Background: an optimization exercise with open tools, aiming at small area, a short achievable clock period and few clock cycles per item. Do not read the settings as production practice.
Function was checked by simulation only, so behaviour that the tests miss may differ from the original.

== run A ==
// tau_arith
module tau_arith (
    input  wire        clk,
    input  wire        rst,           
    input  wire        in_valid,
    output wire        in_ready,
    input  wire        in_fn,         
    input  wire [63:0] in_a,
    input  wire [63:0] in_b,
    output reg         out_valid,
    output reg  [63:0] out_result,
    output reg         out_range
);
Settings: LEC_CHECK=0, CAP_MARGIN=20, CORE_MARGIN=2, CORE_UTILIZATION=40, SLEW_MARGIN=20; clock period 14.0 ns.
standard.sh (not shown) runs the stock make flow with config.mk's settings and CLKGATE_MAP_FILE= SYNTH_SCRIPT=/design/flow/synth_recipe.tcl, a recipe that flattens the netlist after the stock synthesis.
==> flow/flow/run.sh <==
#!/bin/bash
# The standard layout, with repair_timing asked for more setup slack than the
# clock period needs, so that it sizes the critical paths up.
set -euo pipefail
bash standard.sh SETUP_SLACK_MARGIN=8 finish > standard_make.log 2>&1
Testbench counts of run A, summed over its fixed seeds: cycles 44,315, items 16,000.
Input changes introduced in run B (baseline for comparison: run A):
==> flow/run.sh (new file) <==
#!/bin/bash
# synth_recipe.tcl (not shown) runs the flow's synth.tcl, then flattens the netlist and writes it again
# the make line also repeats each setting of config.mk as NAME=value (left out here)
make -C /OpenROAD-flow-scripts/flow DESIGN_CONFIG=/design/flow/config.mk WORK_HOME=/design/flow/orfs CLKGATE_MAP_FILE= SYNTH_SCRIPT=/design/flow/synth_recipe.tcl finish
removed: flow/flow/run.sh
removed: flow/standard.sh
Number of synthesized flops with an enable pin: run A vs run B identical. Run B vs run A, depth of the critical timing path with buffers and inverters included went down by 5. Min total track usage across run A and run B: run B. When run B is set beside run A, its design area turns out to be 3400 µm² smaller. Of run A and run B, the run reporting the higher final period utilization was run B. Compared to run A, run B has post-CTS setup buffer count 169 lower.

========
## lane 1
tau_arith, a different RTL version from the one above (not shown whole).
For scale: ~200 I/O pins, roughly 31000 um^2 of cells after synthesis.
==> flow/config.mk <==
export PLATFORM = sky130hd
export DESIGN_NAME = tau_arith
export DESIGN_NICKNAME = tau_arith
export VERILOG_FILES = /design/flow/design.v
export SDC_FILE = /design/flow/constraint.sdc
export NUM_CORES = 4
export LEC_CHECK = 0
export CAP_MARGIN = 20
export CORE_MARGIN = 2
export CORE_UTILIZATION = 40
export SLEW_MARGIN = 20
==> flow/constraint.sdc <==
create_clock -name core_clock -period 14.0 [get_ports {clk}]
set_input_delay 2.8000 -clock core_clock [delete_from_list [all_inputs] [get_ports {clk}]]
set_output_delay 2.8000 -clock core_clock [all_outputs]
set_load 0.01 [all_outputs]
==> flow/flow/run.sh <==
#!/bin/bash
# The standard layout, with repair_timing asked for more setup slack than the
# clock period needs (so that it sizes the critical paths up), and the port
# buffers made with sky130_fd_sc_hd__buf_2.
set -euo pipefail
bash standard.sh SETUP_SLACK_MARGIN=8.5 "BUFFER_PORTS_ARGS=-buffer_cell sky130_fd_sc_hd__buf_2" finish > standard_make.log 2>&1
Testbench counts of lane 1, summed over its fixed seeds: cycles 32,152, items 16,000.
Setup changes, lane 1 to lane 2
-- flow/flow/run.sh --
<<< lane 1, line 6
bash standard.sh SETUP_SLACK_MARGIN=8.5 "BUFFER_PORTS_ARGS=-buffer_cell sky130_fd_sc_hd__buf_2" finish > standard_make.log 2>&1
>>> lane 2, line 6
bash standard.sh SETUP_SLACK_MARGIN=9 "BUFFER_PORTS_ARGS=-buffer_cell sky130_fd_sc_hd__buf_2" finish > standard_make.log 2>&1
==> results.txt <==
Lane 2 reached the final stage; the timing, DRC and antenna checks on its layout passed.
Timing endpoint of the critical path: w_r[12] -> lane 2, w_r[18] -> lane 1
Lane 2 vs. lane 1: post-route cell area now larger, number of nets produced by synthesis did not really move.
The inputs of lane 3 differ from those of lane 2 as listed below.
-- flow/flow/run.sh --
<<< lane 2, line 6
bash standard.sh SETUP_SLACK_MARGIN=9 "BUFFER_PORTS_ARGS=-buffer_cell sky130_fd_sc_hd__buf_2" finish > standard_make.log 2>&1
>>> lane 3, line 6
bash standard.sh SETUP_SLACK_MARGIN=8 "BUFFER_PORTS_ARGS=-buffer_cell sky130_fd_sc_hd__buf_2" finish > standard_make.log 2>&1
## What came out
- Slowest library cell on the worst path: fa_2 -> lane 2, fa_1 -> lane 3
- w_r[12] as the worst setup path endpoint was reported by lane 2, and w_r[18] by lane 3.
- Lane 2 has a lower delay of the slowest critical-path stage than lane 3.
- Relative to lane 2, post-layout worst setup margin decreased by 130 ps in lane 3.
- Relative to lane 2, final cell count has decreased by 199 in lane 3.
- Sequential share of layout area: lane 3 higher than lane 2
- In lane 3, the final-layout non-clock buffer area share came out 3.8 points below the value in lane 2.
- The minimum clock period after layout of lane 3 is higher than that of lane 2.

========
tau_arith, a different RTL version from the one above (not shown whole).
For scale: ~280 flip-flops, about 200 I/O pins, ~26000 µm² of cells after synthesis.
clock: 14.0 ns
lec_check: 0
cap_margin: 20
core_margin: 2
core_utilization: 40
slew_margin: 20
==> flow/flow/run.sh <==
#!/bin/bash
# The standard layout, with repair_timing asked for more setup slack than the
# clock period needs, so that it sizes the critical paths up.
set -euo pipefail
bash standard.sh SETUP_SLACK_MARGIN=7 finish > standard_make.log 2>&1
The starting point went through all stages and came out clean.
Testbench counts at the start, summed over its fixed seeds: cycles 44,315, items 16,000.
Edit:
==> flow/run.sh (new file) <==
#!/bin/bash
# synth_recipe.tcl (not shown) runs the flow's synth.tcl, then flattens the netlist and writes it again
# the make line also repeats each setting of config.mk as NAME=value (left out here)
make -C /OpenROAD-flow-scripts/flow DESIGN_CONFIG=/design/flow/config.mk WORK_HOME=/design/flow/orfs CLKGATE_MAP_FILE= SYNTH_SCRIPT=/design/flow/synth_recipe.tcl finish
removed: flow/flow/run.sh
removed: flow/standard.sh
Result: Via count drops slightly; critical path depth went up by 4; final cell count shrinks slightly; routed wire length is lower slightly.

========
tau_arith, a different RTL version from the one above (not shown whole).
Size: roughly 3,500 cells after synthesis, ~510 flip-flops, ~200 I/O pins, about 0.034 sq mm of cells after synthesis.
clock: 14.0 ns
lec_check: 0
cap_margin: 20
core_margin: 2
core_utilization: 40
slew_margin: 20
==> flow/flow/run.sh <==
#!/bin/bash
# The standard layout, with repair_timing asked for more setup slack than the
# clock period needs (so that it sizes the critical paths up), and the port
# buffers made with sky130_fd_sc_hd__buf_2.
set -euo pipefail
bash standard.sh SETUP_SLACK_MARGIN=8.5 "BUFFER_PORTS_ARGS=-buffer_cell sky130_fd_sc_hd__buf_2" finish > standard_make.log 2>&1
Testbench counts at the start, summed over its fixed seeds: cycles 32,160, items 16,000.
Next try:
--- a/flow/flow/run.sh
+++ b/flow/flow/run.sh
@@ -6 +6 @@
-bash standard.sh SETUP_SLACK_MARGIN=8.5 "BUFFER_PORTS_ARGS=-buffer_cell sky130_fd_sc_hd__buf_2" finish > standard_make.log 2>&1
+bash standard.sh SETUP_SLACK_MARGIN=8 "BUFFER_PORTS_ARGS=-buffer_cell sky130_fd_sc_hd__buf_2" finish > standard_make.log 2>&1
Setup slack loses 0.12 ns.
Critical path depth decreases by 1.
Wire length drops slightly.
Hold slack is about the same.
Cell count falls slightly.
Next try:
--- a/flow/flow/run.sh
+++ b/flow/flow/run.sh
@@ -6 +6 @@
-bash standard.sh SETUP_SLACK_MARGIN=8 "BUFFER_PORTS_ARGS=-buffer_cell sky130_fd_sc_hd__buf_2" finish > standard_make.log 2>&1
+bash standard.sh SETUP_SLACK_MARGIN=7.5 "BUFFER_PORTS_ARGS=-buffer_cell sky130_fd_sc_hd__buf_2" finish > standard_make.log 2>&1
Result:
- clock-buffer cell count does not change
- hold slack barely changes
- critical path depth went up by 1
- worst setup slack is worse by 0.37 ns
- design area drops by 2.5%
- routed wire length shrinks by 1.3%
- die area does not change
- cell count decreases by 0.71%
- synthesized area does not change
Next try:
--- a/flow/flow/run.sh
+++ b/flow/flow/run.sh
@@ -6 +6 @@
-bash standard.sh SETUP_SLACK_MARGIN=7.5 "BUFFER_PORTS_ARGS=-buffer_cell sky130_fd_sc_hd__buf_2" finish > standard_make.log 2>&1
+bash standard.sh SETUP_SLACK_MARGIN=9 "BUFFER_PORTS_ARGS=-buffer_cell sky130_fd_sc_hd__buf_2" finish > standard_make.log 2>&1
Wire length grows by 3.0%.
Via count rises by 1.9%.
Hold slack is better by 0.011 ns.

========
Another version of the RTL of tau_arith (not shown whole).
For scale: ~3,200 cells after synthesis, ~280 flip-flops, about 200 I/O pins, roughly 0.029 sq mm of cells after synthesis.
==> flow/design.v (excerpt) <==
module tau_arith (
    input  wire        clk,
    input  wire        rst,           
    input  wire        in_valid,
    output wire        in_ready,
    input  wire        in_fn,         
    input  wire [63:0] in_a,
    input  wire [63:0] in_b,
    output reg         out_valid,
    output reg  [63:0] out_result,
    output reg         out_range
);
    localparam [31:0] NS_PER_SEC = 32'd1_000_000_000;
    localparam [24:0] D5         = 25'd1_953_125;           
    reg        s1_v;
    reg        s1_fn;
    reg        s1_rng;            
    reg        s1_m1, s1_m3;      
    reg [10:0] s1_kc;            
    reg [31:0] s1_ahi;            
    reg [31:0] s1_d;              
    reg [31:0] s1_bhi;            
    reg [31:0] s1_xlo;            
    reg [29:0] s1_alo;            
    reg        busy;              
    reg  [3:0] cnt;               
    reg [34:0] dq;                
    wire last = (cnt == 4'd1);
    assign in_ready = busy ? last : !(s1_v && !s1_fn && !s1_rng);
    wire [20:0] rem  = out_result[29:9];
    wire [25:0] rp   = {rem, dq[34:30]};
    wire [32:0] ge;
    genvar gi;
    assign ge[0]  = 1'b1;
    assign ge[32] = 1'b0;
    generate
        for (gi = 1; gi < 32; gi = gi + 1) begin : g_cmp
            assign ge[gi] = (rp >= gi * D5);
        end
    endgenerate
    wire [31:0] sel = ge[31:0] & ~ge[32:1];
    reg [4:0]  d;
    reg [20:0] k, kp;
    integer j;
    always @(*) begin
        d = 5'd0;
        k = 21'd0;
        for (j = 0; j < 32; j = j + 1) begin
            case (j)
                5'd0: kp = 21'd0;
                5'd1: kp = 21'd144027;
                5'd2: kp = 21'd288054;
                5'd3: kp = 21'd432081;
                5'd4: kp = 21'd576108;
  ...
export LEC_CHECK = 0
export CAP_MARGIN = 20
export CORE_MARGIN = 2
export CORE_UTILIZATION = 40
export SLEW_MARGIN = 20
create_clock -name core_clock -period 14.0 [get_ports {clk}]
==> flow/flow/run.sh <==
#!/bin/bash
# The standard layout, with repair_timing asked for more setup slack than the
# clock period needs (so that it sizes the critical paths up), and the port
# buffers made with sky130_fd_sc_hd__buf_1.
set -euo pipefail
bash standard.sh SETUP_SLACK_MARGIN=7 "BUFFER_PORTS_ARGS=-buffer_cell sky130_fd_sc_hd__buf_1" finish > standard_make.log 2>&1
Testbench counts at the start, summed over its fixed seeds: cycles 40,239, items 16,000.
Edit:
==> flow/flow/run.sh (replaced) <==
#!/bin/bash
# The standard layout, with repair_timing asked for more setup slack than the
# clock period needs (so that it sizes the critical paths up), and the port
# buffers made with sky130_fd_sc_hd__buf_2.
set -euo pipefail
bash standard.sh SETUP_SLACK_MARGIN=6.5 "BUFFER_PORTS_ARGS=-buffer_cell sky130_fd_sc_hd__buf_2" finish > standard_make.log 2>&1
Outcome:
- via count hardly moves
- first-iteration DRC count hardly moves
- worst hold slack gets worse by 22 ps
- maximum frequency decreases by a few percent
- count of clock-buffer cells in the layout decreases by 8
Edit:
--- a/flow/flow/run.sh
+++ b/flow/flow/run.sh
@@ -5,2 +5,2 @@
 set -euo pipefail
-bash standard.sh SETUP_SLACK_MARGIN=6.5 "BUFFER_PORTS_ARGS=-buffer_cell sky130_fd_sc_hd__buf_2" finish > standard_make.log 2>&1
+bash standard.sh SETUP_SLACK_MARGIN=7 TNS_END_PERCENT=5 "BUFFER_PORTS_ARGS=-buffer_cell sky130_fd_sc_hd__buf_2" finish > standard_make.log 2>&1
After rerunning: Critical path depth is unchanged. Via count barely changes.

==> re-timing with driven ports <==
Ports are ideal in the flow. The routed layouts listed here were re-timed in OpenROAD.
Step 1 assumes that a clkbuf_16 drives the clock port and a buf_2 every other input.
Step 2 moves the port delays by t, midway between the first and last clock arrival at a register: inputs arrive t later, outputs are due t later. That takes back most of the time a late clock gives input paths.
Slacks: ideal ports / drivers / drivers and shift; pairs: ideal ports / drivers.
| run | shift t [ns] | slack for setup (ns) | worst setup path after step 2 | worst slew at a driven data input, ns |
|---|---|---|---|---|
| run A | 0.621 | 7.516 / 7.516 / 7.516 | register to register | 0.08 |
| run B | 0.623 | 6.548 / 6.548 / 6.548 | register to register | 0.07 |
| lane 1 | 0.661 | 8.155 / 8.155 / 8.127 | input to register | 0.05 |
| lane 2 | 0.669 | 8.236 / 8.236 / 8.236 | register to register | 0.07 |
| lane 3 | 0.651 | 8.109 / 8.109 / 7.746 | input to register | 0.05 |
| the first run of note 3 | 0.606 | 7.170 / 7.170 / 7.165 | input to register | 0.05 |
| the second run of note 3 | 0.604 | 6.578 / 6.578 / 6.578 | register to register | 0.05 |
| the first run of note 4 | 0.714 | 8.148 / 8.148 / 8.148 | register to register | 0.10 |
| the second run of note 4 | 0.714 | 8.023 / 8.023 / 7.964 | input to register | 0.10 |
| the third run of note 4 | 0.712 | 7.650 / 7.650 / 7.650 | register to register | 0.10 |
| the fourth run of note 4 | 0.700 | 7.883 / 7.883 / 7.883 | register to register | 0.05 |
| the first run of note 5 | 0.607 | 7.177 / 7.177 / 7.177 | register to register | 0.05 |
| the second run of note 5 | 0.674 | 6.888 / 6.888 / 6.888 | register to register | 0.05 |
| the third run of note 5 | 0.674 | 7.113 / 7.113 / 7.113 | register to register | 0.05 |
After both steps every run listed still meets setup and hold. For lane 3, which loses most, drivers alone change the setup slack by 0.000 ns; drivers and shift together by -0.363 ns.
